Context: an optimization exercise on an open-source flow, tuned for small area and a short achievable clock period. The choices shown serve that exercise and are no tape-out recipe.
RTL that was checked went through simulation tests only; none was proved equivalent to the original.
Only the layout flow was run in runs 1 and 2; the RTL was not checked for function there.
Power is estimated from default activity; no workload was simulated.

<file path="flow/design.v">
module vx_conv (
    input  wire        clk,
    input  wire        rst,         
    input  wire        in_valid,
    input  wire [3:0]  in_src_fmt,
    input  wire [3:0]  in_dst_fmt,
    input  wire        in_blk,      
    input  wire [7:0]  in_s1,       
    input  wire [31:0] in_s2,       
    input  wire [31:0] in_data,     
    output reg         out_valid,
    output reg  [31:0] out_data,    
    output reg         out_sat,     
    output reg         out_nan,     
    output reg         out_rsv,     
    output reg         out_scale_inv,  
    output reg         out_err      
);
    localparam [3:0] F_FP32  = 4'h0, F_BF16 = 4'h1, F_FP16 = 4'h2,
                     F_FP8E4 = 4'h3, F_FP8E5 = 4'h4, F_INT8 = 4'h5,
                     F_FP4   = 4'h6, F_INT4  = 4'h7, F_T2   = 4'hA,
                     F_B1    = 4'hB;
    reg        r_valid;
    reg [3:0]  r_src, r_dst;
    reg        r_scaled;    
    reg [7:0]  r_s1;
    reg [31:0] r_s2, r_data;
    always @(posedge clk) begin
        if (rst) r_valid <= 1'b0;
        else     r_valid <= in_valid;
        r_src  <= in_src_fmt;
        r_dst  <= in_dst_fmt;
        r_scaled <= (in_src_fmt == F_FP4) || (in_src_fmt == F_INT4) ||
                    (in_src_fmt == F_T2) ||
                    (in_blk && ((in_src_fmt == F_FP8E4) || (in_src_fmt == F_FP8E5)));
        r_s1   <= in_s1;
        r_s2   <= in_s2;
        r_data <= in_data;
    end
    wire s_fp32 = (r_src == F_FP32);
    wire s_bf16 = (r_src == F_BF16);
    wire s_fp16 = (r_src == F_FP16);
    wire s_e4   = (r_src == F_FP8E4);
    wire s_e5   = (r_src == F_FP8E5);
    wire s_i8   = (r_src == F_INT8);
    wire s_fp4  = (r_src == F_FP4);
    wire s_i4   = (r_src == F_INT4);
    wire s_t2   = (r_src == F_T2);
    wire s_b1   = (r_src == F_B1);
    wire src_ok = !r_src[3] || (r_src[3:1] == 3'b101);
    wire dst_ok = !r_dst[3] || (r_dst[3:1] == 3'b101);
    wire err    = !src_ok || !dst_ok;
    wire scaled = r_scaled;
    wire [7:0] d8 = r_data[7:0];
    reg  [7:0]  a_ef;      
    reg  [23:0] a_sig;     
    always @* begin
        a_ef   = 8'd0;
        a_sig  = 24'd0;
        if (scaled) begin
            a_ef  = r_s2[30:23];
            a_sig = {1'b0, r_s2[22:0]};
        end else if (s_fp32) begin
            a_ef  = r_data[30:23];
            a_sig = {1'b0, r_data[22:0]};
        end else if (s_bf16) begin
            a_ef  = r_data[14:7];
            a_sig = {1'b0, r_data[6:0], 16'd0};
        end else if (s_fp16) begin
            a_ef  = {3'd0, r_data[14:10]};
            a_sig = {1'b0, r_data[9:0], 13'd0};
        end else if (s_e4) begin
            a_ef  = {4'd0, d8[6:3]};
            a_sig = {1'b0, d8[2:0], 20'd0};
        end else if (s_e5) begin
            a_ef  = {3'd0, d8[6:2]};
            a_sig = {1'b0, d8[1:0], 21'd0};
        end else if (s_i8) begin
            a_sig = {(d8[7] ? (~d8 + 8'd1) : d8), 16'd0};
        end else begin  
            a_sig = {1'b1, 23'd0};
        end
    end
    wire        a_h  = (a_ef != 8'd0);
    wire [23:0] a_v  = a_sig | {a_h, 23'd0};
    wire [7:0]  a_e1 = {a_ef[7:1], a_ef[0] | (!a_h && !s_i8 && !s_b1)};
    reg  [4:0]  lza;
    integer     i;
    always @* begin
        lza = 5'd0;
        for (i = 0; i < 24; i = i + 1)
            if (a_v[i]) lza = 5'd23 - i[4:0];
    end
    wire        a_zero = (a_v == 24'd0);
    wire [23:0] a_n    = a_v << lza;
    reg  [3:0]  c_sig;
    reg  [4:0]  c_e1;      
    always @* begin
        c_sig = 4'd0;
        c_e1  = 5'd0;
        if (s_e4) begin
            c_sig = {d8[6:3] != 4'd0, d8[2:0]};
            c_e1  = {1'b0, d8[6:4], d8[3] | (d8[6:3] == 4'd0)};
        end else if (s_e5) begin
            c_sig = {1'b0, d8[6:2] != 5'd0, d8[1:0]};
            c_e1  = {d8[6:3], d8[2] | (d8[6:2] == 5'd0)};
        end else if (s_fp4) begin
            c_sig = {2'b00, d8[2:1] != 2'd0, d8[0]};
            c_e1  = {3'd0, d8[2], d8[1] | !d8[2]};
        end else if (s_i4) begin
            c_sig = d8[3] ? (~d8[3:0] + 4'd1) : d8[3:0];
        end else begin  
            c_sig = {3'd0, d8[0]};
        end
    end
    wire [3:0]  s1_sig = {r_s1[6:3] != 4'd0, r_s1[2:0]};
    wire [3:0]  s1_e1  = {r_s1[6:4], r_s1[3] | (r_s1[6:3] == 4'd0)};
    wire [7:0]  b_v = c_sig * s1_sig;
    reg  [2:0]  lzb;
    always @* begin
        lzb = 3'd0;
        for (i = 0; i < 8; i = i + 1)
            if (b_v[i]) lzb = 3'd7 - i[2:0];
    end
    wire [7:0]  b_n = b_v << lzb;
    reg  signed [9:0] x_src;
    always @* begin
        x_src = 10'sd0;
        if (scaled) begin
            if (s_e4)       x_src = 10'sd127 + 10'sd13;
            else if (s_e5)  x_src = 10'sd127 + 10'sd20;
            else if (s_fp4) x_src = 10'sd127 + 10'sd5;
            else            x_src = 10'sd127 + 10'sd3;
        end else if (s_fp32 || s_bf16) x_src = 10'sd127;
        else if (s_fp16 || s_e5)       x_src = 10'sd15;
        else if (s_e4)                 x_src = 10'sd7;
        else if (s_i8)                 x_src = -10'sd7;
        else                           x_src = 10'sd0;
    end
    wire [4:0]  c_x  = scaled ? c_e1 : 5'd0;
    wire [3:0]  s1_x = scaled ? s1_e1 : 4'd0;
    wire [2:0]  lzb_x = scaled ? lzb : 3'd0;
    wire signed [9:0] xk = x_src - $signed({2'b00, a_e1}) - $signed({5'd0, c_x})
                         - $signed({6'd0, s1_x});
    wire d_nan32 = (r_data[30:23] == 8'hFF) && (r_data[22:0] != 23'd0);
    wire d_inf32 = (r_data[30:23] == 8'hFF) && (r_data[22:0] == 23'd0);
    wire d_nanbf = (r_data[14:7] == 8'hFF) && (r_data[6:0] != 7'd0);
    wire d_infbf = (r_data[14:7] == 8'hFF) && (r_data[6:0] == 7'd0);
    wire d_nan16 = (r_data[14:10] == 5'h1F) && (r_data[9:0] != 10'd0);
    wire d_inf16 = (r_data[14:10] == 5'h1F) && (r_data[9:0] == 10'd0);
    wire d_nane4 = (d8[6:0] == 7'h7F);
    wire d_nane5 = (d8[6:2] == 5'h1F) && (d8[1:0] != 2'd0);
    wire d_infe5 = (d8[6:2] == 5'h1F) && (d8[1:0] == 2'd0);
    reg c_nan, c_inf, c_sign;
    always @* begin
        c_nan  = 1'b0;
        c_inf  = 1'b0;
        c_sign = 1'b0;
        case (r_src)
            F_FP32:  begin c_nan = d_nan32; c_inf = d_inf32; c_sign = r_data[31]; end
            F_BF16:  begin c_nan = d_nanbf; c_inf = d_infbf; c_sign = r_data[15]; end
            F_FP16:  begin c_nan = d_nan16; c_inf = d_inf16; c_sign = r_data[15]; end
            F_FP8E4: begin c_nan = d_nane4; c_sign = d8[7]; end
            F_FP8E5: begin c_nan = d_nane5; c_inf = d_infe5; c_sign = d8[7]; end
            F_INT8:  c_sign = d8[7];
            F_FP4:   c_sign = d8[3];
            F_INT4:  c_sign = d8[3];
            F_T2:    c_sign = (d8[1:0] == 2'b11);
            F_B1:    c_sign = ~d8[0];
            default: ;
        endcase
    end
    wire c_rsv  = s_t2 && (d8[1:0] == 2'b10);
    wire s1_zero    = (r_s1 == 8'h00);
    wire s1_invalid = r_s1[7] || (r_s1 == 8'h7F);
    wire s2_nan  = (r_s2[30:23] == 8'hFF) && (r_s2[22:0] != 23'd0);
    wire s2_inf  = (r_s2[30:23] == 8'hFF) && (r_s2[22:0] == 23'd0);
    wire s2_zero = (r_s2[30:0] == 31'd0);
    wire c_zero  = (c_sig == 4'd0);
    reg v_nan, v_inf, v_sign, v_zero, v_sinv;
    always @* begin
        v_sinv = 1'b0;
        if (!scaled) begin
            v_nan  = c_nan;
            v_inf  = c_inf;
            v_sign = c_sign;
            v_zero = a_zero;
        end else if (s1_zero) begin
            v_nan  = 1'b0;
            v_inf  = 1'b0;
            v_sign = 1'b0;
            v_zero = 1'b1;
        end else if (s1_invalid) begin
            v_nan  = 1'b1;
            v_inf  = 1'b0;
            v_sign = 1'b0;
            v_zero = 1'b0;
            v_sinv = 1'b1;
        end else begin
            v_nan  = c_nan || s2_nan || (c_inf && s2_zero) || (s2_inf && c_zero);
            v_inf  = c_inf || s2_inf;
            v_sign = c_sign ^ r_s2[31];
            v_zero = c_zero || s2_zero;
        end
    end
    reg        p2_valid;
    reg [22:0] p2_a;
    reg [6:0]  p2_b;
    reg signed [9:0] p2_k;
    reg [4:0]  p2_lza;
    reg [2:0]  p2_lzb;
    reg [3:0]  p2_dst;
    reg        p2_nan, p2_inf, p2_sign, p2_zero, p2_sinv, p2_rsv, p2_err;
    always @(posedge clk) begin
        if (rst) p2_valid <= 1'b0;
        else     p2_valid <= r_valid;
        p2_a    <= a_n[22:0];
        p2_b    <= scaled ? b_n[6:0] : 7'd0;
        p2_k    <= xk;
        p2_lza  <= lza;
        p2_lzb  <= lzb_x;
        p2_dst  <= r_dst;
        p2_nan  <= v_nan;
        p2_inf  <= v_inf;
        p2_sign <= v_sign;
        p2_zero <= v_zero;
        p2_sinv <= v_sinv;
        p2_rsv  <= c_rsv;
        p2_err  <= err;
    end
    wire [31:0] prod = {1'b1, p2_a} * {1'b1, p2_b};
    wire        p31  = prod[31];
    wire [4:0]  t_mb =
        (p2_dst == F_FP32)  ? 5'd23 :
        (p2_dst == F_BF16 || p2_dst == F_INT8) ? 5'd7 :
        (p2_dst == F_FP16)  ? 5'd10 :
        (p2_dst == F_FP8E4 || p2_dst == F_INT4) ? 5'd3 :
        (p2_dst == F_FP8E5) ? 5'd2 :
        (p2_dst == F_FP4 || p2_dst == F_T2) ? 5'd1 : 5'd0;
    wire signed [9:0] x_emin =
        (p2_dst == F_FP32 || p2_dst == F_BF16)  ? -10'sd126 :
        (p2_dst == F_FP16 || p2_dst == F_FP8E5) ? -10'sd14  :
        (p2_dst == F_FP8E4) ? -10'sd6 :
        (p2_dst == F_INT8)  ? 10'sd7  :
        (p2_dst == F_INT4)  ? 10'sd3  :
        (p2_dst == F_T2)    ? 10'sd1  : 10'sd0;
    wire signed [9:0] p2_x = p2_k + x_emin + $signed({5'd0, p2_lza}) + $signed({7'd0, p2_lzb});
    wire [4:0]  t_base = 5'd23 - t_mb;
    wire [4:0]  t_base1 = 5'd24 - t_mb;
    wire signed [9:0] sdd = p2_x + $signed({5'd0, t_base});
    wire        sub  = (p2_x > 10'sd0);
    wire [4:0]  s_sub = (sdd > 10'sd31) ? 5'd31 : sdd[4:0];
    wire [4:0]  s_sh = sub ? s_sub : (p31 ? t_base1 : t_base);
    reg        p3_valid;
    reg [25:0] p3_x;
    reg        p3_st;
    reg [4:0]  p3_sh;
    reg signed [9:0] p3_xe;
    reg [3:0]  p3_dst;
    reg        p3_nan, p3_inf, p3_sign, p3_zero, p3_sinv, p3_rsv, p3_err;
    always @(posedge clk) begin
        if (rst) p3_valid <= 1'b0;
        else     p3_valid <= p2_valid;
        p3_x     <= prod[31:6];
        p3_st    <= |prod[5:0];
        p3_sh    <= s_sh;
        p3_xe    <= p2_x;
        p3_dst   <= p2_dst;
        p3_nan   <= p2_nan;
        p3_inf   <= p2_inf;
        p3_sign  <= p2_sign;
        p3_zero  <= p2_zero;
        p3_sinv  <= p2_sinv;
        p3_rsv   <= p2_rsv;
        p3_err   <= p2_err;
    end
    wire [7:0]  t_fmax =
        (p3_dst == F_FP32 || p3_dst == F_BF16)  ? 8'd254 :
        (p3_dst == F_FP16 || p3_dst == F_FP8E5) ? 8'd30  :
        (p3_dst == F_FP8E4) ? 8'd15 :
        (p3_dst == F_FP4)   ? 8'd3  : 8'd0;
    wire        p31_3  = p3_x[25];
    wire signed [9:0] ebn  = 10'sd1 - p3_xe + $signed({9'd0, p31_3});
    wire signed [9:0] ebn1 = 10'sd2 - p3_xe + $signed({9'd0, p31_3});
    wire        p3_norm = (p3_xe <= 10'sd0) || (p3_xe == 10'sd1 && p31_3);
    wire        p3_ibig = (p3_xe < 10'sd0) || (p3_xe == 10'sd0 && p31_3);
    wire        p3_ovf0 = ebn > $signed({2'b00, t_fmax});
    wire        p3_eqm  = ebn == $signed({2'b00, t_fmax});
    wire [25:0] xs = p3_x >> p3_sh;
    wire [25:0] lost_mask = ~(26'h3FFFFFF << p3_sh);
    wire        stick = p3_st || |(p3_x & lost_mask);
    wire [24:0] rq    = xs[25:1];
    wire        rbit  = xs[0];
    wire [24:0] rqi   = rq + {24'd0, rbit & (stick | rq[0])};
    reg         carry, hid;
    always @* begin
        carry = 1'b0;
        hid   = 1'b0;
        case (p3_dst)
            F_FP32:  begin carry = rqi[24]; hid = rqi[23]; end
            F_BF16:  begin carry = rqi[8];  hid = rqi[7];  end
            F_FP16:  begin carry = rqi[11]; hid = rqi[10]; end
            F_FP8E4: begin carry = rqi[4];  hid = rqi[3];  end
            F_FP8E5: begin carry = rqi[3];  hid = rqi[2];  end
            F_FP4:   begin carry = rqi[2];  hid = rqi[1];  end
            default: ;
        endcase
    end
    wire [7:0]  fe         = carry ? ebn1[7:0] : ebn[7:0];
    wire [7:0]  f_ebits    = p3_norm ? fe : {7'd0, hid};
    wire        f_ovf      = !p3_zero && p3_norm &&
                             (p3_ovf0 || (p3_eqm && (carry ||
                              ((p3_dst == F_FP8E4) && (rqi[2:0] == 3'b111)))));
    wire        i_big3 = p3_ibig;
    wire [8:0]  i_mag  = rqi[8:0];
    reg  [31:0] res;
    reg         sat, nanev;
    always @* begin
        res   = 32'd0;
        sat   = 1'b0;
        nanev = 1'b0;
        case (p3_dst)
            F_FP32: begin
                if (p3_nan)       res = 32'h7FC00000;
                else if (p3_inf)  res = {p3_sign, 8'hFF, 23'd0};
                else if (f_ovf)  begin res = {p3_sign, 8'hFE, 23'h7FFFFF}; sat = 1'b1; end
                else if (p3_zero) res = {p3_sign, 31'd0};
                else             res = {p3_sign, f_ebits, rqi[22:0]};
            end
            F_BF16: begin
                if (p3_nan)       res = 32'h7FC0;
                else if (p3_inf)  res = {16'd0, p3_sign, 8'hFF, 7'd0};
                else if (f_ovf)  begin res = {16'd0, p3_sign, 8'hFE, 7'h7F}; sat = 1'b1; end
                else if (p3_zero) res = {16'd0, p3_sign, 15'd0};
                else             res = {16'd0, p3_sign, f_ebits, rqi[6:0]};
            end
            F_FP16: begin
                if (p3_nan)       res = 32'h7E00;
                else if (p3_inf)  res = {16'd0, p3_sign, 5'h1F, 10'd0};
                else if (f_ovf)  begin res = {16'd0, p3_sign, 5'h1E, 10'h3FF}; sat = 1'b1; end
                else if (p3_zero) res = {16'd0, p3_sign, 15'd0};
                else             res = {16'd0, p3_sign, f_ebits[4:0], rqi[9:0]};
            end
            F_FP8E4: begin
                if (p3_nan)       res = 32'h7F;
                else if (p3_inf || f_ovf) begin res = {24'd0, p3_sign, 7'h7E}; sat = 1'b1; end
                else if (p3_zero) res = {24'd0, p3_sign, 7'd0};
                else             res = {24'd0, p3_sign, f_ebits[3:0], rqi[2:0]};
            end
            F_FP8E5: begin
                if (p3_nan)       res = 32'h7E;
                else if (p3_inf)  res = {24'd0, p3_sign, 5'h1F, 2'd0};
                else if (f_ovf)  begin res = {24'd0, p3_sign, 5'h1E, 2'h3}; sat = 1'b1; end
                else if (p3_zero) res = {24'd0, p3_sign, 7'd0};
                else             res = {24'd0, p3_sign, f_ebits[4:0], rqi[1:0]};
            end
            F_FP4: begin
                if (p3_nan)       begin res = 32'h0; nanev = 1'b1; end
                else if (p3_inf || f_ovf) begin res = {28'd0, p3_sign, 3'h7}; sat = 1'b1; end
                else if (p3_zero) res = {28'd0, p3_sign, 3'd0};
                else             res = {28'd0, p3_sign, f_ebits[1:0], rqi[0]};
            end
            F_INT8: begin
                if (p3_nan) begin res = 32'h0; nanev = 1'b1; end
                else if (p3_inf || (!p3_zero && (i_big3 ||
                         (!p3_sign && i_mag > 9'd127) || (p3_sign && i_mag > 9'd128)))) begin
                    res = p3_sign ? 32'h80 : 32'h7F;
                    sat = 1'b1;
                end else if (p3_zero) res = 32'h0;
                else res = {24'd0, p3_sign ? (~i_mag[7:0] + 8'd1) : i_mag[7:0]};
            end
            F_INT4: begin
                if (p3_nan) begin res = 32'h0; nanev = 1'b1; end
                else if (p3_inf || (!p3_zero && (i_big3 ||
                         (!p3_sign && i_mag > 9'd7) || (p3_sign && i_mag > 9'd8)))) begin
                    res = p3_sign ? 32'h8 : 32'h7;
                    sat = 1'b1;
                end else if (p3_zero) res = 32'h0;
                else res = {28'd0, p3_sign ? (~i_mag[3:0] + 4'd1) : i_mag[3:0]};
            end
            F_T2: begin
                if (p3_nan) begin res = 32'h0; nanev = 1'b1; end
                else if (p3_inf || (!p3_zero && (i_big3 || i_mag > 9'd1))) begin
                    res = p3_sign ? 32'h3 : 32'h1;
                    sat = 1'b1;
                end else if (p3_zero || i_mag == 9'd0) res = 32'h0;
                else res = p3_sign ? 32'h3 : 32'h1;
            end
            F_B1: begin
                if (p3_nan) begin res = 32'h1; nanev = 1'b1; end
                else begin
                    res = (p3_sign && !p3_zero) ? 32'h0 : 32'h1;
                    sat = p3_inf;
                end
            end
            default: ;
        endcase
    end
    always @(posedge clk) begin
        if (rst) out_valid <= 1'b0;
        else     out_valid <= p3_valid;
        out_data      <= p3_err ? 32'd0 : res;
        out_sat       <= !p3_err && sat;
        out_nan       <= !p3_err && nanev;
        out_rsv       <= !p3_err && p3_rsv;
        out_scale_inv <= !p3_err && p3_sinv;
        out_err       <= p3_err;
    end
endmodule
</file>
<file path="flow/flow/run.sh">
#!/bin/bash
# Layout flow: the standard flow (standard synthesis, floorplan, place,
# CTS, route), except that the port buffers that global placement inserts
# on every input and output are the small sky130_fd_sc_hd__buf_1 instead of
# the flow's default pick (a clkdlybuf4s50 delay cell).
# Each tool's full output is kept under orfs/logs/; the make output is in
# flow_make.log in this folder.
set -euo pipefail
echo 'export BUFFER_PORTS_ARGS = -buffer_cell sky130_fd_sc_hd__buf_1' >> config.mk
bash standard.sh finish > flow_make.log 2>&1
</file>
<file path="flow/standard.sh">
#!/bin/bash
# synth_recipe.tcl (not shown) runs the flow's synth.tcl, then flattens the netlist and writes it again
# the make line also repeats each setting of config.mk as NAME=value (left out here)
make -C /OpenROAD-flow-scripts/flow DESIGN_CONFIG=/design/flow/config.mk WORK_HOME=/design/flow/orfs CLKGATE_MAP_FILE= SYNTH_SCRIPT=/design/flow/synth_recipe.tcl "${@:-finish}"
</file>
<file path="flow/config.mk">
export PLATFORM = sky130hd
export DESIGN_NAME = vx_conv
export DESIGN_NICKNAME = vx_conv
export VERILOG_FILES = /design/flow/design.v
export SDC_FILE = /design/flow/constraint.sdc
export NUM_CORES = 4
export LEC_CHECK = 0
export ABC_CLOCK_PERIOD_IN_PS = 10000
export CAP_MARGIN = 20
export CORE_MARGIN = 2
export CORE_UTILIZATION = 40
export SLEW_MARGIN = 20
export BUFFER_PORTS_ARGS = -buffer_cell sky130_fd_sc_hd__buf_1
</file>
<file path="flow/constraint.sdc">
create_clock -name core_clock -period 28.0 [get_ports {clk}]
set_input_delay 5.6000 -clock core_clock [delete_from_list [all_inputs] [get_ports {clk}]]
set_output_delay 5.6000 -clock core_clock [all_outputs]
set_load 0.01 [all_outputs]
</file>
==> impl_results.md, run 1 <==
- Layout Area Growth over Synthesis: 9.235%
- Number of CTS-inserted buffers: 26
- Initial DRT Pass Iterations: 6
- Standard-cell row count: 84
- Synthesized area: ~21,000 um^2
- Cell taking the most area after synthesis: dfxtp_1
- Fraction of layout cells with a size suffix above 1: 6.069%
- Met1 WL: 26.28 mm
- Slowest CP cell: dfxtp_1
- Highest metal used: met4
- Power density cells: 74.97 nW/um^2
- Internal reg-to-reg setup slack: 21.65 ns
- Total die area: 54,660 um^2
- First-pass GRT wire length: 98.82 mm
- HPWL after detailed placement: 48.15 mm
- Setup bufs post-CTS: 0
- Status: timing/DRC/antenna clean
- Main flop type after synthesis: dfxtp_1
- Core area: ~52,000 um^2
- Gr ovfl total: 0
- Antenna fix cells: 0
- Setup TNS: 0 ns
- Fin. max-slew vios: 0
- Routed wl met2: 29.63 mm
- Clock Path Buffers: 3
- CP Data Required Time: 22.40 ns
- Top cells by area, synth: dfxtp_1 (22%), fa_1 (15%), ha_1 (7.2%)
- Final hold viol count: 0
- Setup CP Type: register to primary output
- # IOs: between 100 and 150
- Crit end category: primary output
- Fin crit share: a little under a quarter
- Fillers: about 5,300
- Rel. slew slack: a little under a quarter
- Port-buffer cells: 121
- Hold WC Path Type: register to register
- CTS tree: built
- Fin Hold WS: 0.3191 ns
- GPL Wtd Cong: 0.9658
- Post-synth EDFFs: 0
- Cells after Synth: 2,476
- CTS sink cnt: approximately 230
- Fraction of synthesized area in multiplexers: a little under 7%
- Ys Warns: 1
- Vias in the first global route: 18,565
- Reg2reg path depth: 17
- Yosys reg bits: between 200 and 250
- Reg2Reg Capture Point: out_data[2]
- Largest net degree at the start of global routing: 82
- Placed Cells: around 3,200
- Crit path DAT: 1.07 ns
- Crit path largest cell delay: roughly 0.35 ns
- Reg clk slew, reported paths: 0.06 ns
- Post-DR vias/cell: approximately 5.7
- Tmin final: between 6 and 7 ns
- Largest family of logic cells by synthesized area: adder cells
- Post-route ant nets: 0
- Stages on worst setup path: 1
- Crit path buffers/inverters: 1
- Routed Wire Length: 61.28 mm
- CTS Hold Bufs: 0
- Skew final: 0.01694 ns
- Worst Setup EP: out_data[1]
- Post-Syn Nets: 2,836
- Setup-failing EPs final: 0
- Worst slew pin tran: 1.141 ns
- Final nets: 2,894
- Initial antenna violation count: 0
- Leak pwr: roughly 0.01 uW
- Resize count post-CTS: 0
- WL met3: around 3.2 mm
- PnR Total Power: between 1500 and 2000 uW
- Kind of cell adding the most delay to the critical path: flip-flops
- Remaining DRCs: 0
- Synth cell types: 97
- Top-area cell type share of the netlist area: 22.18%
- 1st-iter DRT viols: 1,291
- FFs w/ async S/R, synth: 0%
- Peak supply drop: 53.83 uV
- Routed len/inst: 18.90 um
- Gr usage total: 22.39%
- Synth Area in Simple Gates: 20.57%
- Root Buffer: clkbuf_16
- Non-filler cells, final: 3,242
- Reg2reg start: p3_sh[0]
- Worst Setup Start Kind: register
- CTS H-tree depth: 1
- Worst skew pair latency: 0.58 ns
- Post-Synth XOR/XNOR Area: 4.306%
- Die Y: 233.8 um
- Seq/Total Area, Yosys: around 22%
- Max Fanout on Critical Path: 1
- Cells along the critical path: buf_1
- Synth Area in Compound Gates: between 15 and 20%
- Post-Synth Adder-Cell Area: 21.86%
- Via count: 18,497
- Max Freq: 149.9 MHz
- Crit. Startpoint: out_data[1]
- RSZ-0062 raised after global routing: no
- Hold path start: p2_nan
- Maxcap violations: 0
- Chip width: 233.8 um
- Syn avg cell area: 8.531 um^2
- Initial Util: 40.36%
cells in the mapped netlist (all sizes together), types with 33 or more instances:
cell    count
dfxtp     234
inv       218
nand2     186
nor2      181
fa        155
and2      149
a21oi     143
ha        121
o21ai     114
clkbuf     85
xnor2      78
mux2i      71
nor3       57
nand3      43
nand2b     40
nor2b      33
placed cells by master (no fill, tap or decap), types with 22 or more instances in the layout:
cell type,synthesis,final
xnor2_1,77,77
and2_1,147,147
clkbuf_16,0,26
nand3_1,43,43
nor4_1,26,24
nor3_1,57,57
a211oi_1,22,22
nor2_1,181,181
mux2i_1,71,71
o21ai_0,111,111
buf_4,1,24
nand2_1,185,185
fa_1,155,155
a31oi_1,26,26
inv_1,215,215
o211ai_1,24,24
a21oi_1,143,143
ha_1,121,121
nor2b_1,33,33
nand2b_1,40,40
dfxtp_1,234,232
xor2_1,25,25
or3_1,25,25
a21o_1,30,30
buf_1,10,121
metal layers:
metal | track usage (%) | vias up
li1 | - | 8775
met1 | 28.57 | 8943
met2 | 39.24 | 649
met3 | 2.408 | 130
met4 | 7.832 | 0
met5 | 0 | -
cell families after synthesis:
logic type / after synthesis
AND/OR/NAND/NOR: 841
buffers and inverters: 337
flip-flops: 234
multiplexers: 114
XOR/XNOR: 103
AO/OA/AOI/OAI: 571
adder cells (fa/ha/maj): 276
flip-flops by register name (all words and copies together) (netlist names), 3 cells and up:
register / flops
p3_sh: 5
out_data: 32
r_s1: 8
p2_k: 10
p3_dst: 4
p2_b: 7
r_data: 32
r_dst: 4
r_s2: 32
p2_lzb: 3
p2_a: 23
p3_xe: 10
p3_x: 26
p2_lza: 5
r_src: 4
p2_dst: 4
layout make-up:
class	instances	area, um^2	share of cell area, %
Sequential cell	234	4687	20.31
Tap cell	688	860.8	3.731
Clock inverter	14	212.7	0.9219
Timing Repair Buffer	145	634.4	2.749
Multi-Input combinational cell	1905	15130	65.59
Clock buffer	34	710.7	3.080
Inverter	222	833.3	3.612
worst min path at each step:
stage	end	slack [ns]	cells after the start
2_1_floorplan	p2_dst[0]	0.31	0
3_3_place_gp	p3_nan	0.31	0
3_5_place_dp	p3_nan	0.31	0
4_1_cts	p3_nan	0.32	0
5_1_grt	p3_nan	0.32	0
6_report	p3_nan	0.32	0
metrics by stage:
stage          utilization (%)  setup slack (ns)  instance area, um^2
2_1_floorplan                -             21.97                21120
3_3_place_gp             42.30             21.75                22140
3_5_place_dp             42.30             21.74                22140
4_1_cts                  44.07             21.27                23060
5_1_grt                  44.08             21.15                23070
6_report                 44.08             21.33                23070
power by group:
part           internal, uW  switching [uW]  leakage [uW]
clock                   218             145      0.000437
sequential              388            78.9       0.00195
combinational           367             533       0.00744
total                   973             757       0.00982
==> inputs of run 2 (changes only) <==
--- a/flow/config.mk
+++ b/flow/config.mk
@@ -8,6 +8,6 @@
 export ABC_CLOCK_PERIOD_IN_PS = 10000
-export CAP_MARGIN = 20
+export CAP_MARGIN = 5
 export CORE_MARGIN = 2
 export CORE_UTILIZATION = 40
-export SLEW_MARGIN = 20
+export SLEW_MARGIN = 5
 export BUFFER_PORTS_ARGS = -buffer_cell sky130_fd_sc_hd__buf_1
==> run 2 against run 1 <==
Maximum frequency hardly changed. Still clean. Sequential power hardly changed. Largest power group unchanged. Routed wire length hardly changed. Critical path type unchanged. Setup slack better by 0.0011 ns. Die area stayed put. Synthesized cell count stayed put. Non-clock buffer count stayed put. Highest routed layer unchanged. Synthesized area stayed put.
==> impl_results.md, run 2 <==
- Cell taking the most area after synthesis: dfxtp_1
- Peak supply drop: 54.07 uV (+0.45%)
- CTS Hold Bufs: 0 (unchanged)
- Remaining DRCs: 0 (unchanged)
- CTS sink cnt: 234 (unchanged)
- Top-count cell post-synth: dfxtp_1
- Worst hold path stage count: 0 (unchanged)
- Synth cell types: 97 (unchanged)
- Most common library cell in the layout ignoring fill and taps: dfxtp_1
- Maxcap violations: 0 (unchanged)
- GPL Wtd Cong: 0.9658 (unchanged)
- 1st-iter DRT viols: 1,232 (-4.6%)
- CTS H-tree depth: 1 (unchanged)
- Crit path buffers/inverters: 1 (unchanged)
- Routed Wire Length: 61.23 mm (about the same)
- Reg2reg path depth: 17 (unchanged)
- Clock Path Buffers: 3 (unchanged)
- Setup bufs post-CTS: 0 (unchanged)
- Reg2reg start: p3_sh[0]
- Top cells by area, synth: dfxtp_1 (22%), fa_1 (15%), ha_1 (7.2%)
- Number of CTS-inserted buffers: 26 (unchanged)
- Layout Area Growth over Synthesis: 9.193% (about the same)
- CTS tree: built
- Root Buffer: clkbuf_16
- Tmin final: 6.670 ns (-0.001100 ns)
- Top-area cell type share of the netlist area: 22.18% (unchanged)
- Crit end category: primary output
- Post-synth EDFFs: 0 (unchanged)
- Syn avg cell area: 8.531 um^2 (unchanged)
- Gr usage total: 22.39% (unchanged)
- Fin. max-slew vios: 0 (unchanged)
- Top cells by count, synth: dfxtp_1 (234), inv_1 (215), nand2_1 (185)
- Cells along the critical path: buf_1
- Power density cells: 75.01 nW/um^2 (about the same)
- Met2 Resource Use GR: 39.24% (unchanged)
- Standard-cell row count: 84 (unchanged)
- Commonest cells after routing, fill and taps aside: dfxtp_1 (232), inv_1 (215), nand2_1 (185)
- Fin crit share: 23.82% (about the same)
- Post-Syn Nets: 2,836 (unchanged)
- Fillers: 5,267 (+0.038%)
- Seq/Total Area, Yosys: 22.18% (unchanged)
- Gr ovfl total: 0 (unchanged)
- Final nets: 2,894 (unchanged)
- RSZ-0062 raised after global routing: no
- Synthesized area: 21,120 um^2 (unchanged)
- Via count: 18,443 (-0.29%)
- Met1 Use GR: 28.57% (unchanged)
- Cell area after placement: 22,140 um^2 (about the same)
- Reg2Reg Capture Point: out_data[2]
- Fraction of layout cells with a size suffix above 1: 6.069% (unchanged)
- Antenna fix cells: 0 (unchanged)
- Crit path DAT: 1.07 ns (about the same)
- Initial Util: 40.36% (unchanged)
- Core area: 52,340 um^2 (unchanged)
- Total die area: 54,660 um^2 (unchanged)
- Post-DR vias/cell: 5.689 (-0.29%)
- Max Fanout on Critical Path: 1 (unchanged)
- Resize count post-CTS: 0 (unchanged)
- Leak pwr: 0.009821 uW (about the same)
- Hold EP: p3_nan
- Kind of cell adding the most delay to the critical path: flip-flops
- Skew final: 0.01678 ns (-0.0001556 ns)
- Routed len/inst: 18.89 um (about the same)
- M3 GR Usage: 2.408% (unchanged)
- Internal reg-to-reg setup slack: 21.68 ns (+0.03 ns)
- # IOs: 122 (unchanged)
- Crit path largest cell delay: 0.35 ns (about the same)
- HPWL after detailed placement: 48.15 mm (about the same)
- PnR Total Power: 1730 uW (about the same)
- Ys Warns: 1 (unchanged)
- Hold WC Path Type: register to register
- Stages on worst setup path: 1 (unchanged)
- Largest net degree at the start of global routing: 82 (unchanged)
- FFs w/ async S/R, synth: 0% (unchanged)
- Initial antenna violation count: 0 (unchanged)
- Chip width: 233.8 um (unchanged)
- Vias in the first global route: 18,565 (unchanged)
- CP Data Required Time: 22.40 ns (about the same)
- Worst slew pin tran: 1.267 ns (+0.1253 ns)
- Final hold viol count: 0 (unchanged)
- GR peak layer: met2
- Max Freq: 149.9 MHz (about the same)
- Worst skew pair latency: 0.58 ns (about the same)
- Worst Setup Start Kind: register
- Setup TNS: 0 ns (unchanged)
- Cells after Synth: 2,476 (unchanged)
- Rel. slew slack: 14.85% (-8.5 points)
- First-pass GRT wire length: 98.82 mm (unchanged)
- Final instance area: 23,060 um^2 (about the same)
- Reg clk slew, reported paths: 0.06 ns (about the same)
- Hold path start: p2_nan
- Status: timing/DRC/antenna clean
- Yosys reg bits: 234 (unchanged)
- Biggest registers after layout: out_data: 32 flops, r_data: 32 flops, r_s2: 32 flops
- Main flop type after synthesis: dfxtp_1
- Port-buffer cells: 121 (unchanged)
- Initial DRT Pass Iterations: 5 (-1)
- Setup CP Type: register to primary output
- Setup-failing EPs final: 0 (unchanged)
- Slowest CP cell: dfxtp_1
- Die Y: 233.8 um (unchanged)
- Post-route ant nets: 0 (unchanged)
-- run 2: cell counts after synthesis --
Identical to the previous run, type by type.
-- run 2: metrics by stage --
stage                     utilization, %  hold WS, ns  cells  worst slack [ns]
after floorplan                        -       0.3096   2476             21.97
after global placement             42.30       0.3111   3194             21.75
after detailed placement           42.30       0.3121   3194             21.72
after CTS                          44.06       0.3161   3242             21.27
after global routing               44.07       0.3239   3242             21.15
final                              44.07       0.3190   3242             21.33
-- run 2: logic make-up after synthesis --
group,count (synthesis),share of synthesized area (%)
flip-flops,234,22.18
AO/OA/AOI/OAI,571,18.01
AND/OR/NAND/NOR,841,20.57
buffers and inverters,337,6.279
XOR/XNOR,103,4.306
adder cells (fa/ha/maj),276,21.86
multiplexers,114,6.794
-- run 2: worst max path at each step --
stage                        from           to  slack, ns
finish                out_data[1]  out_data[1]      21.33
global route              p2_b[4]     p3_sh[1]      21.15
CTS                   out_data[1]  out_data[1]      21.27
detailed placement      r_data[0]      p2_b[5]      21.72
global placement    in_src_fmt[1]     r_scaled      21.75
floorplan           in_src_fmt[1]     r_scaled      21.97
-- run 2: routing by layer --
metal / share of wire, % / wire, um
met1: 43 / 26460
met2: 49 / 29710
met3: 4.9 / 2970
met4: 3.4 / 2094
met5: 0 / 0
-- run 2: final cells by class --
class | instances | area [um^2] | area share [%]
Inverter | 222 | 833.3 | 3.613
Clock buffer | 34 | 710.7 | 3.081
Multi-Input combinational cell | 1905 | 15130 | 65.58
Clock inverter | 14 | 212.7 | 0.9222
Sequential cell | 234 | 4687 | 20.32
Tap cell | 688 | 860.8 | 3.732
Timing Repair Buffer | 145 | 634.4 | 2.750
-- run 2: report_power, final --
part	switching [uW]	internal, uW	total, uW
sequential	78.8	388	466
combinational	535	368	902
clock	144	218	362
total	757	973	1730
==> inputs of run 3 (changes only) <==
--- a/flow/design.v
+++ b/flow/design.v
@@ -26,3 +26,7 @@
     reg [7:0]  r_s1;
-    reg [31:0] r_s2, r_data;
+    reg [31:0] r_w;         
+    reg [7:0]  r_c;         
+    wire in_scaled = (in_src_fmt == F_FP4) || (in_src_fmt == F_INT4) ||
+                     (in_src_fmt == F_T2) ||
+                     (in_blk && ((in_src_fmt == F_FP8E4) || (in_src_fmt == F_FP8E5)));
     always @(posedge clk) begin
@@ -32,8 +36,6 @@
         r_dst  <= in_dst_fmt;
-        r_scaled <= (in_src_fmt == F_FP4) || (in_src_fmt == F_INT4) ||
-                    (in_src_fmt == F_T2) ||
-                    (in_blk && ((in_src_fmt == F_FP8E4) || (in_src_fmt == F_FP8E5)));
+        r_scaled <= in_scaled;
         r_s1   <= in_s1;
-        r_s2   <= in_s2;
-        r_data <= in_data;
+        r_w    <= in_scaled ? in_s2 : in_data;
+        r_c    <= in_data[7:0];
     end
@@ -53,3 +55,3 @@
     wire scaled = r_scaled;
-    wire [7:0] d8 = r_data[7:0];
+    wire [7:0] d8 = r_c;
     reg  [7:0]  a_ef;      
@@ -59,14 +61,11 @@
         a_sig  = 24'd0;
-        if (scaled) begin
-            a_ef  = r_s2[30:23];
-            a_sig = {1'b0, r_s2[22:0]};
-        end else if (s_fp32) begin
-            a_ef  = r_data[30:23];
-            a_sig = {1'b0, r_data[22:0]};
+        if (scaled || s_fp32) begin
+            a_ef  = r_w[30:23];
+            a_sig = {1'b0, r_w[22:0]};
         end else if (s_bf16) begin
-            a_ef  = r_data[14:7];
-            a_sig = {1'b0, r_data[6:0], 16'd0};
+            a_ef  = r_w[14:7];
+            a_sig = {1'b0, r_w[6:0], 16'd0};
         end else if (s_fp16) begin
-            a_ef  = {3'd0, r_data[14:10]};
-            a_sig = {1'b0, r_data[9:0], 13'd0};
+            a_ef  = {3'd0, r_w[14:10]};
+            a_sig = {1'b0, r_w[9:0], 13'd0};
         end else if (s_e4) begin
@@ -144,8 +143,8 @@
                          - $signed({6'd0, s1_x});
-    wire d_nan32 = (r_data[30:23] == 8'hFF) && (r_data[22:0] != 23'd0);
-    wire d_inf32 = (r_data[30:23] == 8'hFF) && (r_data[22:0] == 23'd0);
-    wire d_nanbf = (r_data[14:7] == 8'hFF) && (r_data[6:0] != 7'd0);
-    wire d_infbf = (r_data[14:7] == 8'hFF) && (r_data[6:0] == 7'd0);
-    wire d_nan16 = (r_data[14:10] == 5'h1F) && (r_data[9:0] != 10'd0);
-    wire d_inf16 = (r_data[14:10] == 5'h1F) && (r_data[9:0] == 10'd0);
+    wire d_nan32 = (r_w[30:23] == 8'hFF) && (r_w[22:0] != 23'd0);
+    wire d_inf32 = (r_w[30:23] == 8'hFF) && (r_w[22:0] == 23'd0);
+    wire d_nanbf = (r_w[14:7] == 8'hFF) && (r_w[6:0] != 7'd0);
+    wire d_infbf = (r_w[14:7] == 8'hFF) && (r_w[6:0] == 7'd0);
+    wire d_nan16 = (r_w[14:10] == 5'h1F) && (r_w[9:0] != 10'd0);
+    wire d_inf16 = (r_w[14:10] == 5'h1F) && (r_w[9:0] == 10'd0);
     wire d_nane4 = (d8[6:0] == 7'h7F);
@@ -159,5 +158,5 @@
         case (r_src)
-            F_FP32:  begin c_nan = d_nan32; c_inf = d_inf32; c_sign = r_data[31]; end
-            F_BF16:  begin c_nan = d_nanbf; c_inf = d_infbf; c_sign = r_data[15]; end
-            F_FP16:  begin c_nan = d_nan16; c_inf = d_inf16; c_sign = r_data[15]; end
+            F_FP32:  begin c_nan = d_nan32; c_inf = d_inf32; c_sign = r_w[31]; end
+            F_BF16:  begin c_nan = d_nanbf; c_inf = d_infbf; c_sign = r_w[15]; end
+            F_FP16:  begin c_nan = d_nan16; c_inf = d_inf16; c_sign = r_w[15]; end
             F_FP8E4: begin c_nan = d_nane4; c_sign = d8[7]; end
@@ -175,5 +174,5 @@
     wire s1_invalid = r_s1[7] || (r_s1 == 8'h7F);
-    wire s2_nan  = (r_s2[30:23] == 8'hFF) && (r_s2[22:0] != 23'd0);
-    wire s2_inf  = (r_s2[30:23] == 8'hFF) && (r_s2[22:0] == 23'd0);
-    wire s2_zero = (r_s2[30:0] == 31'd0);
+    wire s2_nan  = (r_w[30:23] == 8'hFF) && (r_w[22:0] != 23'd0);
+    wire s2_inf  = (r_w[30:23] == 8'hFF) && (r_w[22:0] == 23'd0);
+    wire s2_zero = (r_w[30:0] == 31'd0);
     wire c_zero  = (c_sig == 4'd0);
@@ -201,3 +200,3 @@
             v_inf  = c_inf || s2_inf;
-            v_sign = c_sign ^ r_s2[31];
+            v_sign = c_sign ^ r_w[31];
             v_zero = c_zero || s2_zero;
--- a/flow/config.mk
+++ b/flow/config.mk
@@ -8,6 +8,7 @@
 export ABC_CLOCK_PERIOD_IN_PS = 10000
-export CAP_MARGIN = 5
+export CAP_MARGIN = 20
 export CORE_MARGIN = 2
 export CORE_UTILIZATION = 40
-export SLEW_MARGIN = 5
+export CTS_BUF_LIST = sky130_fd_sc_hd__clkbuf_4 sky130_fd_sc_hd__clkbuf_8
+export SLEW_MARGIN = 20
 export BUFFER_PORTS_ARGS = -buffer_cell sky130_fd_sc_hd__buf_1
==> run 3 against run 2 <==
Largest cell class unchanged. Clock skew increased by 0.011 ns. Highest routed layer unchanged. Sequential power decreased by 7.7%. Critical endpoint is now out_data[3]. Non-clock buffer count unchanged. Worst hold slack improved by 0.0063 ns.
==> impl_results.md, run 3 <==
- Status: timing/DRC/antenna clean
- Hold path start: p2_nan
- Reg2Reg Capture Point: p2_k[8]
- Hold WC Path Type: register to register
- Fin crit share: 23.74% (-0.085 points)
- HPWL after detailed placement: 45.89 mm (-4.7%)
- Cells after Synth: 2,377 (-4.0%)
- Reg clk slew, reported paths: 0.06 ns (about the same)
- Fin. max-slew vios: 0 (unchanged)
- First-pass GRT wire length: 95.13 mm (-3.7%)
- Cells along the critical path: buf_1
- Number of CTS-inserted buffers: 37 (+42%)
- Routed Wire Length: 59.38 mm (-3.0%)
- Post-route ant nets: 0 (unchanged)
- Via count: 18,002 (-2.4%)
- Placed Cells: 3,088 (-3.3%)
- Root Buffer: clkbuf_8
- Peak supply drop: 36.33 uV (-33%)
- Syn avg cell area: 8.624 um^2 (+1.1%)
- Final nets: 2,815 (-2.7%)
- Worst skew pair latency: 0.59 ns (about the same)
- Routed len/inst: 18.83 um (-0.32%)
- Die Y: 230.4 um (-1.5%)
- Power density cells: 72.05 nW/um^2 (-3.9%)
- Skew final: 0.02825 ns (+0.01146 ns)
- Max Fanout on Critical Path: 1 (unchanged)
- Worst slew pin tran: 1.116 ns (-0.1510 ns)
- Yosys reg bits: 210 (-10%)
- Gr usage total: 22.03% (-0.36 points)
- Slowest CP cell: dfxtp_1
- Final hold viol count: 0 (unchanged)
- CP Data Required Time: 22.40 ns (about the same)
- # IOs: 122 (unchanged)
- Seq/Total Area, Yosys: 20.51% (-1.7 points)
- Vias in the first global route: 17,840 (-3.9%)
- Initial antenna violation count: 1 (+1)
- Synth cell types: 92 (-5.2%)
- Layout Area Growth over Synthesis: 9.131% (about the same)
- Hold EP: p3_nan
- Reg2reg path depth: 19 (+2)
- Post-synth EDFFs: 0 (unchanged)
- GPL Wtd Cong: 1.005 (+4.0%)
- Crit end category: primary output
- Initial Util: 40.69% (+0.34 points)
- Setup bufs post-CTS: 0 (unchanged)
- Top cells by area, synth: dfxtp_1 (21%), fa_1 (15%), ha_1 (7.4%)
- Rel. slew slack: 24.93% (+10 points)
- Gr ovfl total: 0 (unchanged)
- Fillers: 5,039 (-4.3%)
- Port-buffer cells: 121 (unchanged)
- Non-filler cells, final: 3,154 (-2.7%)
- 1st-iter DRT viols: 1,575 (+28%)
- Clock Path Buffers: 3 (unchanged)
- Synthesized area: 20,500 um^2 (-2.9%)
- Crit path DAT: 1.05 ns (-0.02 ns)
- Top-area cell type share of the netlist area: 20.51% (-1.7 points)
- Post-Syn Nets: 2,737 (-3.5%)
- CTS sink cnt: 210 (-10%)
- Core area: 50,380 um^2 (-3.8%)
- Cell taking the most area after synthesis: dfxtp_1
- Chip width: 230.4 um (-1.5%)
- Setup CP Type: register to primary output
- Total die area: 53,070 um^2 (-2.9%)
- Biggest registers after layout: out_data: 32 flops, r_w: 32 flops, p3_x: 26 flops
- CTS tree: built
- Internal reg-to-reg setup slack: 21.70 ns (+0.02 ns)
- Setup TNS: 0 ns (unchanged)
- Max Freq: 150.5 MHz (+0.36%)
- Standard-cell row count: 82 (-2.4%)
- Leak pwr: 0.009711 uW (-1.1%)
- Commonest cells after routing, fill and taps aside: inv_1 (211), dfxtp_1 (209), nand2_1 (189)
- FFs w/ async S/R, synth: 0% (unchanged)
- Top-count cell post-synth: inv_1
- Worst Setup Start Kind: register
- Ys Warns: 1 (unchanged)
- Tmin final: 6.647 ns (-0.02380 ns)
- Crit path buffers/inverters: 1 (unchanged)
- CTS Hold Bufs: 0 (unchanged)
- CTS H-tree depth: 2 (+1)
- Resize count post-CTS: 0 (unchanged)
- Crit path largest cell delay: 0.31 ns (-0.04 ns)
- Remaining DRCs: 0 (unchanged)
- Reg2reg start: r_src[0]
- Largest net degree at the start of global routing: 56 (-32%)
- Main flop type after synthesis: dfxtp_1
- Setup-failing EPs final: 0 (unchanged)
- Most common library cell in the layout ignoring fill and taps: inv_1
- Maxcap violations: 0 (unchanged)
- Top cells by count, synth: inv_1 (211), dfxtp_1 (210), nand2_1 (189)
- Fraction of layout cells with a size suffix above 1: 8.263% (+2.2 points)
- Kind of cell adding the most delay to the critical path: flip-flops
- Worst hold path stage count: 0 (unchanged)
- Post-DR vias/cell: 5.708 (+0.33%)
- RSZ-0062 raised after global routing: no
- Initial DRT Pass Iterations: 7 (+2)
==> run 3: cell types whose count changed in the layout (fill, tap and decap cells not counted), moves of 10 or more <==
cell / before / now
clkbuf_8: 3 / 47
mux2_2: 21 / 49
clkbuf_16: 26 / 0
o21ai_0: 111 / 86
dfxtp_1: 232 / 209
nor2_1: 181 / 160
or3_1: 25 / 13
xnor2_1: 77 / 66
nand2b_1: 40 / 30
==> run 3: how the worst max path moves through the flow <==
stage	startpoint	end	slack, ns	depth (start not counted)
after floorplan	in_blk	r_w[10]	21.12	5
after global placement	in_src_fmt[3]	r_w[10]	21.10	6
after detailed placement	in_src_fmt[3]	r_w[9]	21.06	6
after CTS	out_data[3]	out_data[3]	21.29	1
after global routing	out_data[3]	out_data[3]	21.28	1
final	out_data[3]	out_data[3]	21.35	1
==> run 3: final cells by class <==
| type | count | area [um^2] | share of cell area, % |
|---|---|---|---|
| inverter | 214 | 803.3 | 3.591 |
| multi-input combinational | 1847 | 15020 | 67.13 |
| clock inverter | 10 | 160.2 | 0.7159 |
| antenna | 1 | 2.502 | 0.01119 |
| clock buffer | 55 | 706.9 | 3.160 |
| sequential | 210 | 4205 | 18.80 |
| timing repair buffer | 145 | 634.4 | 2.836 |
| tap | 672 | 840.8 | 3.758 |
==> run 3: metrics by stage <==
step	utilization, %	total power [uW]	cell area (um^2)	setup slack [ns]	hold slack (ns)
2_1_floorplan	-	1058	20500	21.12	0.3096
3_3_place_gp	42.67	1262	21500	21.10	0.3134
3_5_place_dp	42.68	1274	21500	21.06	0.3121
4_1_cts	44.40	1614	22370	21.29	0.3257
5_1_grt	44.41	1732	22370	21.28	0.3462
6_report	44.41	1612	22370	21.35	0.3253
==> run 3: logic make-up after synthesis <==
| kind of cell | after synthesis | synth area share, % |
|---|---|---|
| compound gates | 531 | 17.33 |
| buf+inv | 320 | 6.317 |
| xor+xnor | 91 | 3.888 |
| simple gates | 801 | 20.07 |
| mux | 148 | 9.369 |
| flops | 210 | 20.51 |
| fa+ha+maj | 276 | 22.52 |
==> run 3: per-layer routing <==
metal / global-route usage, % / up-vias / share of wire [%]
met1: 28.30 / 8667 / 43
met4: 8.911 / 0 / 3.7
met5: 0 / - / 0
li1: - / 8522 / -
met2: 37.69 / 661 / 48
met3: 2.532 / 152 / 5.2
==> run 3: where the power goes <==
part           switching, uW  internal [uW]
combinational            503            350
clock                    130            199
sequential              78.7            351
total                    711            901
==> inputs of run 4 (changes only) <==
--- a/flow/config.mk
+++ b/flow/config.mk
@@ -11,3 +11,2 @@
 export CORE_UTILIZATION = 40
-export CTS_BUF_LIST = sky130_fd_sc_hd__clkbuf_4 sky130_fd_sc_hd__clkbuf_8
 export SLEW_MARGIN = 20
==> run 4 against run 3 <==
Highest routed layer unchanged. Setup slack improved by 0.033 ns. Sequential share of layout area grew 0.065 points. Routed wire length decreased by 0.95%. Synthesized cell count stayed put. Utilization down 0.15 points. Maximum frequency grew 0.50%. Largest cell class unchanged. Sequential cell count stayed put. Register-to-register slack improved by 0.02 ns. Still clean. Total power down 1.2%. Die area did not move. Design area decreased by 0.35%.
==> impl_results.md, run 4 <==
- Peak supply drop: 49.12 uV (+35%)
- Layout Area Growth over Synthesis: 8.753%
- Chip width: 230.4 um (unchanged)
- Crit path buffers/inverters: 1 (unchanged)
- Total die area: 53,070 um^2 (unchanged)
- Top cells by area, synth: dfxtp_1 (21%), fa_1 (15%), ha_1 (7.4%)
- Crit end category: primary output
- Clock Path Buffers: 3 (unchanged)
- Skew final: 0.01865 ns (-0.009596 ns)
- Cell area after placement: 21,500 um^2 (unchanged)
- Internal reg-to-reg setup slack: 21.72 ns (+0.02 ns)
- Post-synth EDFFs: 0 (unchanged)
- Routed Wire Length: 58.81 mm (-0.95%)
- Port-buffer cells: 121 (unchanged)
- Initial antenna violation count: 0 (-1)
- Final WS setup: 21.39 ns (+0.03320 ns)
- RSZ-0062 raised after global routing: no
- Root Buffer: clkbuf_16
- Setup bufs post-CTS: 0 (unchanged)
- Reg2reg path depth: 19 (unchanged)
- Slowest CP cell: dfxtp_1
- DP Worst Slack: 21.06 ns (unchanged)
- Crit path DAT: 1.01 ns (-0.04 ns)
- FFs w/ async S/R, synth: 0% (unchanged)
- Internal power: 888.5 uW (-1.3%)
- Stages on worst setup path: 1 (unchanged)
- Worst slew pin tran: 1.087 ns (-0.02882 ns)
- GPL Wtd Cong: 1.005 (unchanged)
- Fin. max-slew vios: 0 (unchanged)
- Status: timing/DRC/antenna clean
- Antenna fix cells: 0 (-1)
- Largest net degree at the start of global routing: 56 (unchanged)
- Via count: 17,899 (-0.57%)
- Fin crit share: 23.62% (-0.12 points)
- Final nets: 2,803 (-0.43%)
- Clock power frac: 19.6% (-0.8 points)
- Net Sw Power: 704.2 uW (-1.0%)
- Max Fanout on Critical Path: 1 (unchanged)
- Initial Util: 40.69% (unchanged)
- Standard-cell row count: 82 (unchanged)
- Power density cells: 71.44 nW/um^2 (-0.85%)
- Leak pwr: 0.009651 uW (-0.61%)
- Top-count cell post-synth: inv_1
- Post-route ant nets: 0 (unchanged)
- CTS H-tree depth: 1 (-1)
- Core area: 50,380 um^2 (unchanged)
- Max Freq: 151.2 MHz (+0.50%)
- Crit path largest cell delay: 0.32 ns (about the same)
- Setup-failing EPs final: 0 (unchanged)
- 1st-iter DRT viols: 1,457 (-7.5%)
- Main flop type after synthesis: dfxtp_1
- Top cells by count, synth: inv_1 (211), dfxtp_1 (210), nand2_1 (189)
- HPWL after detailed placement: 45.89 mm (unchanged)
- First-pass GRT wire length: 94.54 mm (-0.62%)
- Kind of cell adding the most delay to the critical path: flip-flops
- Setup TNS: 0 ns (unchanged)
- Syn avg cell area: 8.624 um^2 (unchanged)
- Resize count post-CTS: 0 (unchanged)
- Final hold viol count: 0 (unchanged)
- Reg power frac: 26.9% (+0.2 points)
- Most common library cell in the layout ignoring fill and taps: inv_1
- Hold WC Path Type: register to register
- Worst hold path stage count: 0 (unchanged)
- Initial DRT Pass Iterations: 6 (-1)
- Cells along the critical path: buf_1
- Placed Cells: 3,088 (unchanged)
- Non-filler cells, final: 3,131 (-0.73%)
- Gr ovfl total: 0 (unchanged)
- Cells after Synth: 2,377 (unchanged)
- CTS tree: built
- Maxcap violations: 0 (unchanged)
- Ys Warns: 1 (unchanged)
- Commonest cells after routing, fill and taps aside: inv_1 (211), dfxtp_1 (209), nand2_1 (189)
- Synth cell types: 92 (unchanged)
- Seq/Total Area, Yosys: 20.51% (unchanged)
- Tmin final: 6.613 ns (-0.03320 ns)
- Routed len/inst: 18.78 um (-0.22%)
- Post-Syn Nets: 2,737 (unchanged)
- CP Data Required Time: 22.40 ns (about the same)
- Setup CP Type: register to primary output
- Remaining DRCs: 0 (unchanged)
- Fin Hold WS: 0.3262 ns (+0.0009680 ns)
- Number of CTS-inserted buffers: 25 (-32%)
- Worst Setup Start Kind: register
- Final instance area: 22,290 um^2 (-0.35%)
- CTS sink cnt: 210 (unchanged)
- Biggest registers after layout: out_data: 32 flops, r_w: 32 flops, p3_x: 26 flops
- CTS Hold Bufs: 0 (unchanged)
- Yosys reg bits: 210 (unchanged)
- Top-area cell type share of the netlist area: 20.51% (unchanged)
- Post-DR vias/cell: 5.717 (+0.16%)
- Rel. slew slack: 26.87% (+1.9 points)
- Fraction of layout cells with a size suffix above 1: 7.279% (-0.98 points)
- Synthesized area: 20,500 um^2 (unchanged)
- Net Sw Frac: 44.21% (+0.084 points)
- Die Y: 230.4 um (unchanged)
- Vias in the first global route: 17,681 (-0.89%)
- Reg clk slew, reported paths: 0.06 ns (about the same)
- Worst skew pair latency: 0.55 ns (-0.04 ns)
- Cell taking the most area after synthesis: dfxtp_1
- # IOs: 122 (unchanged)
- Gr usage total: 21.71% (-0.32 points)
- Comb power frac: 53.5% (+0.6 points)
-- run 4: area by class of cell --
| type | count | area, um^2 |
|---|---|---|
| clock buffer | 31 | 668.1 |
| sequential | 210 | 4205 |
| clock inverter | 12 | 123.9 |
| inverter | 214 | 803.3 |
| timing repair buffer | 145 | 634.4 |
| fill | 5024 | 28080 |
| multi-input combinational | 1847 | 15020 |
| tap | 672 | 840.8 |
-- run 4: power by group through the flow --
| stage | sequential [uW] | combinational [uW] | clock [uW] |
|---|---|---|---|
| global route | 436 | 945 | 331 |
| detailed placement | 434 | 840 | 0 |
| CTS | 428 | 846 | 321 |
| finish | 429 | 852 | 312 |
| floorplan | 395 | 663 | 0 |
| global placement | 433 | 829 | 0 |
-- run 4: logic make-up (layout without fill, tap and decap cells) --
logic type	Yosys count	in the layout	share of synthesized area (%)
multiplexers	148	148	9.369
AND/OR/NAND/NOR	801	801	20.07
adder cells (fa/ha/maj)	276	276	22.52
AO/OA/AOI/OAI	531	531	17.33
flip-flops	210	210	20.51
XOR/XNOR	91	91	3.888
buffers and inverters	320	402	6.317
-- run 4: layer usage --
layer,share of wire [%],track usage (%),up-vias
li1,-,-,8479
met1,43,28.16,8636
met2,48,37.82,660
met3,5.2,1.927,124
met4,3.4,7.560,0
met5,0,0,-
-- run 4: final timing paths --
| path | from | endpoint |
|---|---|---|
| max | out_data[14] | out_data[14] |
| max reg2reg | r_src[0] | p2_k[8] |
| min reg2reg | p2_nan | p3_nan |
| min | p2_nan | p3_nan |
-- run 4: worst register-to-register path, delay by kind of cell (launching register included) --
kind                     cells  cell delay (ns)
AO/OA/AOI/OAI                8             1.76
AND/OR/NAND/NOR              5             1.75
adder cells (fa/ha/maj)      4             1.53
flip-flops                   1             0.89
XOR/XNOR                     1             0.17
buffers and inverters        1             0.08
-- run 4: per-stage QoR --
stage,total power [uW],utilization (%)
floorplan,1058,-
global placement,1262,42.67
detailed placement,1274,42.68
CTS,1595,44.26
global route,1712,44.26
finish,1593,44.26
==> inputs of run 5 (changes only) <==
--- a/flow/design.v
+++ b/flow/design.v
@@ -248,5 +248,5 @@
     wire [4:0]  t_base1 = 5'd24 - t_mb;
-    wire signed [9:0] sdd = p2_x + $signed({5'd0, t_base});
-    wire        sub  = (p2_x > 10'sd0);
-    wire [4:0]  s_sub = (sdd > 10'sd31) ? 5'd31 : sdd[4:0];
+    wire [5:0]  sdd  = {1'b0, p2_x[4:0]} + {1'b0, t_base};
+    wire        sub  = !p2_x[9] && (p2_x[8:0] != 9'd0);
+    wire [4:0]  s_sub = ((p2_x[8:5] != 4'd0) || sdd[5]) ? 5'd31 : sdd[4:0];
     wire [4:0]  s_sh = sub ? s_sub : (p31 ? t_base1 : t_base);
@@ -281,4 +281,4 @@
     wire        p31_3  = p3_x[25];
-    wire signed [9:0] ebn  = 10'sd1 - p3_xe + $signed({9'd0, p31_3});
-    wire signed [9:0] ebn1 = 10'sd2 - p3_xe + $signed({9'd0, p31_3});
+    wire signed [9:0] ebn  = ~p3_xe + (p31_3 ? 10'sd3 : 10'sd2);
+    wire signed [9:0] ebn1 = ~p3_xe + (p31_3 ? 10'sd4 : 10'sd3);
     wire        p3_norm = (p3_xe <= 10'sd0) || (p3_xe == 10'sd1 && p31_3);
--- a/flow/config.mk
+++ b/flow/config.mk
@@ -7,2 +7,3 @@
 export LEC_CHECK = 0
+export ABC_AREA = 1
 export ABC_CLOCK_PERIOD_IN_PS = 10000
@@ -11,2 +12,4 @@
 export CORE_UTILIZATION = 40
+export CTS_CLUSTER_DIAMETER = 120
+export CTS_CLUSTER_SIZE = 40
 export SLEW_MARGIN = 20
==> run 5 against run 4 <==
Still clean. Clock power down 39%. Cell count up 16%. Sequential share of layout area up 0.64 points. Maximum frequency up 0.45%. Clock skew up 0.010 ns. First-iteration DRC count down 11%. Die area down 1.6%. Non-clock buffer count down 8. Setup slack better by 0.029 ns. Highest routed layer unchanged.
==> impl_results.md, run 5 <==
- Rel. slew slack: 31.20% (+4.3 points)
- Maxcap violations: 0 (unchanged)
- Top-area cell type share of the netlist area: 20.86% (+0.35 points)
- First-pass GRT wire length: 93.18 mm (-1.4%)
- GPL Wtd Cong: 1.007 (+0.23%)
- Root Buffer: clkbuf_16
- Crit path largest cell delay: 0.33 ns (about the same)
- Die Y: 228.5 um (-0.83%)
- Setup-failing EPs final: 0 (unchanged)
- Routed len/inst: 15.31 um (-18%)
- Worst skew pair latency: 0.51 ns (-0.04 ns)
- Fin Hold WS: 0.3418 ns (+0.01554 ns)
- Max Freq: 151.9 MHz (+0.45%)
- Synth cell types: 69 (-25%)
- Commonest cells after routing, fill and taps aside: nand2_1 (647), inv_1 (512), nor2_1 (240)
- Via count: 18,700 (+4.5%)
- Initial antenna violation count: 0 (unchanged)
- CTS sink cnt: 210 (unchanged)
- Post-synth EDFFs: 0 (unchanged)
- Syn avg cell area: 6.974 um^2 (-19%)
- Cells after Synth: 2,890 (+22%)
- Power density cells: 69.11 nW/um^2 (-3.3%)
- Main flop type after synthesis: dfxtp_1
- Fin. max-slew vios: 0 (unchanged)
- Final nets: 3,325 (+19%)
- Most common library cell in the layout ignoring fill and taps: nand2_1
- CTS Hold Bufs: 0 (unchanged)
- Antenna fix cells: 0 (unchanged)
- Layout Area Growth over Synthesis: 6.959%
- Clock power frac: 12.9% (-6.7 points)
- Gr usage total: 21.27% (-0.44 points)
- Fin crit share: 23.51% (-0.11 points)
- Remaining DRCs: 0 (unchanged)
- Resize count post-CTS: 0 (unchanged)
- Largest net degree at the start of global routing: 38 (-32%)
- RSZ-0062 raised after global routing: no
- Top-count cell post-synth: nand2_1
- Max Fanout on Critical Path: 1 (unchanged)
- Hold path start: r_dst[0]
- Setup bufs post-CTS: 0 (unchanged)
- Kind of cell adding the most delay to the critical path: flip-flops
- Fraction of layout cells with a size suffix above 1: 5.428% (-1.9 points)
- Net Sw Frac: 50.77% (+6.6 points)
- Routed Wire Length: 55.70 mm (-5.3%)
- CTS H-tree depth: 1 (unchanged)
- Biggest registers after layout: out_data: 32 flops, r_w: 32 flops, p3_x: 26 flops
- Port-buffer cells: 121 (unchanged)
- Peak supply drop: 54.27 uV (+10%)
- Number of CTS-inserted buffers: 11 (-56%)
- Post-DR vias/cell: 5.140 (-10%)
- Top cells by count, synth: nand2_1 (647), inv_1 (512), nor2_1 (240)
- Chip width: 228.5 um (-0.83%)
- Reg clk slew, reported paths: 0.12 ns (+0.06 ns)
- Post-route ant nets: 0 (unchanged)
- Crit path DAT: 0.98 ns (-0.03 ns)
- Status: timing/DRC/antenna clean
- Cells along the critical path: buf_1
- Standard-cell row count: 82 (unchanged)
- Leak pwr: 0.01108 uW (+15%)
- Post-Syn Nets: 3,252 (+19%)
- Final Util: 43.15% (-1.1 points)
- Worst slew pin tran: 1.031 ns (-0.05643 ns)
- Final instance area: 21,560 um^2 (-3.3%)
- Initial DRT Pass Iterations: 6 (unchanged)
- Final hold viol count: 0 (unchanged)
- 1st-iter DRT viols: 1,293 (-11%)
- # IOs: 122 (unchanged)
- Worst Setup Start Kind: register
- Slowest CP cell: dfxtp_1
- Fillers: 5,266 (+4.8%)
- Top cells by area, synth: dfxtp_1 (21%), fa_1 (15%), nand2_1 (12%)
- CP Data Required Time: 22.40 ns (about the same)
- Tmin final: 6.584 ns (-0.02950 ns)
- Setup CP Type: register to primary output
- Gr ovfl total: 0 (unchanged)
- Net Sw Power: 756.4 uW (+7.4%)
- Synthesized area: 20,160 um^2 (-1.7%)
- Skew final: 0.02876 ns (+0.01010 ns)
- Cell taking the most area after synthesis: dfxtp_1
- Crit. Startpoint: out_nan
- Internal power: 733.5 uW (-17%)
- Crit path buffers/inverters: 1 (unchanged)
- Comb power frac: 59.4% (+5.9 points)
- Footprint of the multi-input gates: 13,530 um^2 (-9.9%)
- Hold WC Path Type: register to register
- Yosys reg bits: 210 (unchanged)
- HPWL after detailed placement: 45.43 mm (-0.99%)
- Core area: 49,970 um^2 (-0.81%)
- Vias in the first global route: 18,562 (+5.0%)
- Cell area after placement: 21,180 um^2 (-1.5%)
- Crit end category: primary output
- Setup TNS: 0 ns (unchanged)
- Reg power frac: 27.7% (+0.8 points)
- CTS tree: built
- Initial Util: 40.34% (-0.35 points)
- Seq/Total Area, Yosys: 20.86% (+0.35 points)
- Storage cell area: 4204 um^2 (about the same)
- Total die area: 52,200 um^2 (-1.6%)
- Ys Warns: 1 (unchanged)
- FFs w/ async S/R, synth: 0% (unchanged)
- Reg2reg start: r_scaled
- Clock Path Buffers: 3 (unchanged)
run 5: cell count changes after synthesis, moves of 28 or more:
| cell | before | now |
|---|---|---|
| nand2_1 | 189 | 647 |
| inv_1 | 211 | 512 |
| nand3_1 | 48 | 214 |
| and2_1 | 149 | 5 |
| nor2_1 | 162 | 240 |
| mux2i_1 | 70 | 1 |
| o21ai_1 | 1 | 62 |
| xnor2_1 | 66 | 15 |
| clkbuf_1 | 82 | 42 |
| nor2b_1 | 39 | 0 |
| nand2b_1 | 30 | 0 |
| o21ai_0 | 86 | 114 |
run 5: cell families after synthesis:
| logic type | after synthesis | synth area share (%) |
|---|---|---|
| and+or+nand+nor | 1259 | 27.14 |
| xor gates and xnor gates | 64 | 2.781 |
| DFF | 210 | 20.86 |
| AOI/OAI and AO/OA | 430 | 12.25 |
| adders and majority gates | 278 | 23.07 |
| buffers and inverters | 616 | 12.07 |
| muxes | 33 | 1.838 |
run 5: per-layer routing:
| metal | track usage [%] | vias up | share of wire, % |
|---|---|---|---|
| met1 | 28.34 | 8742 | 46 |
| met2 | 36.89 | 533 | 47 |
| met5 | 0 | - | 0 |
| li1 | - | 9341 | - |
| met3 | 1.722 | 84 | 4.1 |
| met4 | 5.984 | 0 | 2.7 |
run 5: layout make-up:
cell class	instances	area share, %
clock buffers	11	1.277
clock inverters	5	0.4817
inverters	539	9.402
multi-input cells	2064	62.77
flip-flops and latches	210	19.50
well taps	672	3.900
repair buffers	137	2.664
run 5: final timing paths:
path,endpoint,slack (ns),depth (start not counted)
max,out_nan,21.42,1
min,p2_dst[0],0.34,0
max reg2reg,p2_k[8],21.93,23
min reg2reg,p2_dst[0],0.34,0
run 5: per-stage QoR:
stage	std cells	total power, uW	setup WS (ns)
floorplan	2890	1082	20.96
global placement	3622	1284	21.04
detailed placement	3622	1294	20.97
CTS	3638	1491	21.38
global route	3638	1632	21.35
finish	3638	1490	21.42
run 5: power by group through the flow:
stage	registers [uW]	clock network [uW]	logic, uW
floorplan	398	0	684
global placement	419	0	864
detailed placement	420	0	874
CTS	413	200	879
global route	420	209	1000
finish	413	191	886

-- port drivers added, routing unchanged --
The flow's constraints put no driver on any port. The routed layouts listed below were extracted and timed again, unchanged, in two steps.
Step 1 assumes that a clkbuf_16 drives the clock port and a buf_2 every other input.
Step 2 moves the port delays by t, midway between the first and last clock arrival at a register: inputs arrive t later, outputs are due t later. That takes back most of the time a late clock gives input paths.
a / b / c = no drivers / after step 1 / after step 2; a / b = the first two.
| run | t, ns | setup WS [ns] | clock arrival spread, ns |
|---|---|---|---|
| run 1 | 0.625 | 21.329 / 21.270 / 21.648 | 0.021 / 0.020 |
| run 2 | 0.624 | 21.330 / 21.271 / 21.678 | 0.020 / 0.020 |
| run 3 | 0.627 | 21.353 / 21.298 / 21.071 | 0.029 / 0.028 |
| run 4 | 0.603 | 21.387 / 21.327 / 21.070 | 0.019 / 0.019 |
| run 5 | 0.553 | 21.416 / 21.359 / 20.983 | 0.029 / 0.028 |
After both steps setup and hold are still met in every run listed. The setup slack of run 5, which loses most, moves by -0.057 ns with the drivers and by -0.433 ns with both steps.
